What follows belongs to an exercise in optimizing a design on an open flow for small area, a short achievable clock period and few clock cycles per item; a production flow would make more cautious choices.
In this exercise RTL edits were held to simulation tests only and were not proved equivalent to the original.
Power figures rest on the tool's default switching activity, not on a simulated workload.

==> v35 <==
## kh_addr_decode
module kh_addr_decode (
    input  wire        clk,
    input  wire        rst,           
    input  wire        cfg_we,
    input  wire [3:0]  cfg_idx,
    input  wire [63:0] cfg_wdata,
    input  wire        in_valid,
    output reg         in_ready,
    input  wire [51:0] in_addr,
    output reg         out_valid,
    input  wire        out_ready,
    output reg  [6:0]  out_slice,
    output reg  [12:0] out_sf_set,
    output reg  [7:0]  out_hlc_set,
    output reg  [9:0]  out_pred,
    output reg         out_hit,
    output reg  [3:0]  out_region,
    output reg  [3:0]  out_port
);
export LEC_CHECK = 0
export ABC_AREA = 1
export CAP_MARGIN = 50
export CORE_MARGIN = 2
export CORE_UTILIZATION = 60
export CTS_BUF_LIST = sky130_fd_sc_hd__clkbuf_4
export CTS_CLUSTER_DIAMETER = 60
export CTS_CLUSTER_SIZE = 10
export SLEW_MARGIN = 50
create_clock -name core_clock -period 105.0 [get_ports {clk}]
standard.sh (not shown) runs the stock make flow with config.mk's settings and CLKGATE_MAP_FILE= SYNTH_SCRIPT=/design/flow/synth_recipe.tcl, a recipe that flattens the netlist after the stock synthesis.
==> flow/flow/run.sh <==
#!/bin/bash
# Layout flow: the standard ORFS flow, with these changes:
#  - Yosys's synth skips its generic ABC pass (SYNTH_ARGS=-noabc), so that
#    the adder extraction sees the carry-save trees as written;
#  - the port buffers are sky130_fd_sc_hd__buf_1 cells instead of the
#    delay cells buffer_ports picks on its own.
set -euo pipefail
rm -rf scripts_mod
cp -r "$FLOW_HOME/scripts" scripts_mod
cp flow/abc_area.script scripts_mod/abc_area.script
export SCRIPTS_DIR="$PWD/scripts_mod"
export SYNTH_ARGS="-noabc"
export BUFFER_PORTS_ARGS="-buffer_cell sky130_fd_sc_hd__buf_1"
bash standard.sh > standard.log 2>&1
==> flow/flow/abc_area.script <==
strash
dch -f
map -a
topo
==> v33 (differences from v35) <==
--- a/flow/design.v
+++ b/flow/design.v
@@ -285,13 +285,13 @@
     endgenerate
     reg [51:6] a_r;
     reg        a_v;
     reg        s_v;
     wire in_fire  = in_valid && in_ready;
     wire out_take = !out_valid || out_ready;
-    wire a_used   = a_v && !s_v;
+    wire a_used   = a_v && (out_take || !s_v);
     always @(posedge clk)
         if (in_fire) a_r <= in_addr[51:6];
     wire [51:6] a = a_r;
     wire [6:0] slice_c = a[12:6] ^ a[19:13] ^ a[26:20] ^ a[33:27]
                        ^ a[40:34] ^ a[47:41] ^ {3'b000, a[51:48]};
     wire [12:0] sf_set_c = a[25:13] ^ a[38:26] ^ a[51:39];
@@ -821,14 +821,14 @@
         for (j = 0; j < 12; j = j + 1)
             if (mask_s[j] && below_n[j] == k_c)
                 port_c = port_c | j[3:0];
     end
     wire [46:0] res_c = {slice_c, sf_set_c, hlc_set_c, pred_c, hit_s, region_s, port_c};
     reg [46:0] skid;
-    wire       s_next = !out_take && (s_v || a_v);
-    wire       a_next = in_fire || (a_v && s_v);
+    wire       s_next = out_take ? (s_v && a_v) : (s_v || a_v);
+    wire       a_next = in_fire || (a_v && !a_used);
     always @(posedge clk) begin
         if (rst) begin
             a_v       <= 1'b0;
             s_v       <= 1'b0;
             out_valid <= 1'b0;
             in_ready  <= 1'b1;
@@ -838,15 +838,15 @@
             if (out_take)
                 out_valid <= s_v || a_v;
             in_ready  <= !(a_next && s_next);
         end
     end
     always @(posedge clk) begin
-        if (!s_v)
+        if (a_v && (out_take ? s_v : !s_v))
             skid <= res_c;
     end
     always @(posedge clk) begin
-        if (out_take)
+        if (out_take && (s_v || a_v))
             {out_slice, out_sf_set, out_hlc_set, out_pred, out_hit, out_region, out_port}
                 <= s_v ? skid : res_c;
     end
 endmodule
==> flow/run.sh (new file) <==
#!/bin/bash
# synth_recipe.tcl (not shown) runs the flow's synth.tcl, then flattens the netlist and writes it again
# the make line also repeats each setting of config.mk as NAME=value (left out here)
make -C /OpenROAD-flow-scripts/flow DESIGN_CONFIG=/design/flow/config.mk WORK_HOME=/design/flow/orfs CLKGATE_MAP_FILE= SYNTH_SCRIPT=/design/flow/synth_recipe.tcl finish
Settings changed: ABC_AREA 1 to not set, CAP_MARGIN 50 to 20, CORE_UTILIZATION 60 to 40, CTS_BUF_LIST sky130_fd_sc_hd__clkbuf_4 to sky130_fd_sc_hd__clkbuf_8, CTS_CLUSTER_DIAMETER 60 to not set, CTS_CLUSTER_SIZE 10 to not set, SLEW_MARGIN 50 to 20.
removed: flow/flow/run.sh
removed: flow/flow/abc_area.script
removed: flow/standard.sh
==> v5 (differences from v35) <==
Settings changed: CTS_BUF_LIST sky130_fd_sc_hd__clkbuf_4 to sky130_fd_sc_hd__clkbuf_8, CTS_CLUSTER_DIAMETER 60 to 80, CTS_CLUSTER_SIZE 10 to 16, PLACE_DENSITY set to 0.75.
==> flow_summary.yaml <==
placement:
  placed_area_um2: 58300
detailed_routing:
  wl_met1_um: 65800
  wirelength_um: 161000
cells_and_area:
  fin_nets: 4870
  nClkBuffers: 189
  clk_share_pct: 5.69
critical_path:
  cp-startpoint: "cfg_we"
  worstSetupPathType: "in -> reg"
worst_hold_path:
  hold_path_startpoint: "rgn_ok[8]$_SDFFE_PP0P_"
die:
  fp.dieW_um: 375
status:
  status: "no timing/DRC/antenna violations"
synthesis:
  synth_commonest_cells: "1068 x edfxtp_1, 383 x nand2_1, 255 x inv_1, 239 x nor2_1, 164 x xnor2_1"
  synth-xor-area-share_pct: 3.31
  synth_compound_gate_area_share_pct: 15.6
Source of the figures above: v33

==> flow_summary.yaml <==
status:
  status: "no timing/DRC/antenna violations"
synthesis:
  synth_commonest_cells: "1021 x edfxtp_1, 373 x nand2_1, 283 x nor2_1, 255 x o22ai_1, 202 x o21ai_0"
  synth_compound_gate_area_share_pct: 16.2
critical_path:
  cp-startpoint: "out_slice[4]$_DFFE_PP_"
  worstSetupPathType: "reg -> out"
clocking:
  h-tree-depth: 3
worst_hold_path:
  hold_path_startpoint: "skid[9]$_DFF_P_"
detailed_routing:
  wl_met1_um: 46500
  wirelength_um: 114000
cells_and_area:
  nClkBuffers: 79
  clk_share_pct: 2.52
  fin_nets: 4123
die:
  num_rows: 103
placement:
  placed_area_um2: 50600
Source of the figures above: v5

==> flow_summary.yaml <==
synthesis:
  synth_commonest_cells: "1021 x edfxtp_1, 373 x nand2_1, 283 x nor2_1, 255 x o22ai_1, 202 x o21ai_0"
  synth_compound_gate_area_share_pct: 16.2
  synth-xor-area-share_pct: 3.13
critical_path:
  timing.rr.start: "a_r[32]$_DFFE_PP_"
  required_ns: 84.00
worst_hold_path:
  hold_path_startpoint: "skid[11]$_DFF_P_"
placement:
  placed_area_um2: 50600
cells_and_area:
  fin_nets: 4171
  nClkBuffers: 174
  largestClassByArea: "sequential cells"
  flow.area_growth_from_synthesis_pct: 9.04
detailed_routing:
  wl_met1_um: 48000
  wirelength_um: 121000
die:
  fp.dieW_um: 286
  pin_count: 174
power:
  swShare_pct: 45.7
  combPwrFrac_pct: 55.0
status:
  status: "no timing/DRC/antenna violations"
timing:
  fmax_ghz: 0.0444
Source of the figures above: v35

Testbench counts of v35, summed over its fixed seeds: cycles 16,016, items 16,000.
Testbench counts of v33, summed over its fixed seeds: cycles 16,016, items 16,000.
Testbench counts of v5, summed over its fixed seeds: cycles 16,016, items 16,000.

==> re-timing with driven ports <==
No port has a modelled driver above. Below, the same layouts with a new extraction and two added sets of constraints.
Step 1 assumes that a clkbuf_16 drives the clock port and a buf_2 every other input.
Step 2 also shifts input and output timing later by t, the mid clock arrival at the registers, as if the neighbouring blocks saw the same clock.
Three values: ideal, step 1, step 2; two values: the first two.
run | shift t [ns] | setup WS [ns] | latest minus earliest clock arrival (ns) | worst slew at a driven data input, ns | cell pins on the clock port's net
v35 | 1.052 | 82.468 / 82.404 / 82.057 | 0.116 / 0.117 | 0.10 | 1
v33 | 0.988 | 81.995 / 82.011 / 81.022 | 0.067 / 0.067 | 0.15 | 1
v5 | 0.786 | 82.656 / 82.595 / 81.937 | 0.055 / 0.055 | 0.08 | 1
After both steps setup and hold are still met in every run listed. The setup slack of v33, which loses most, moves by +0.016 ns with the drivers and by -0.973 ns with both steps.
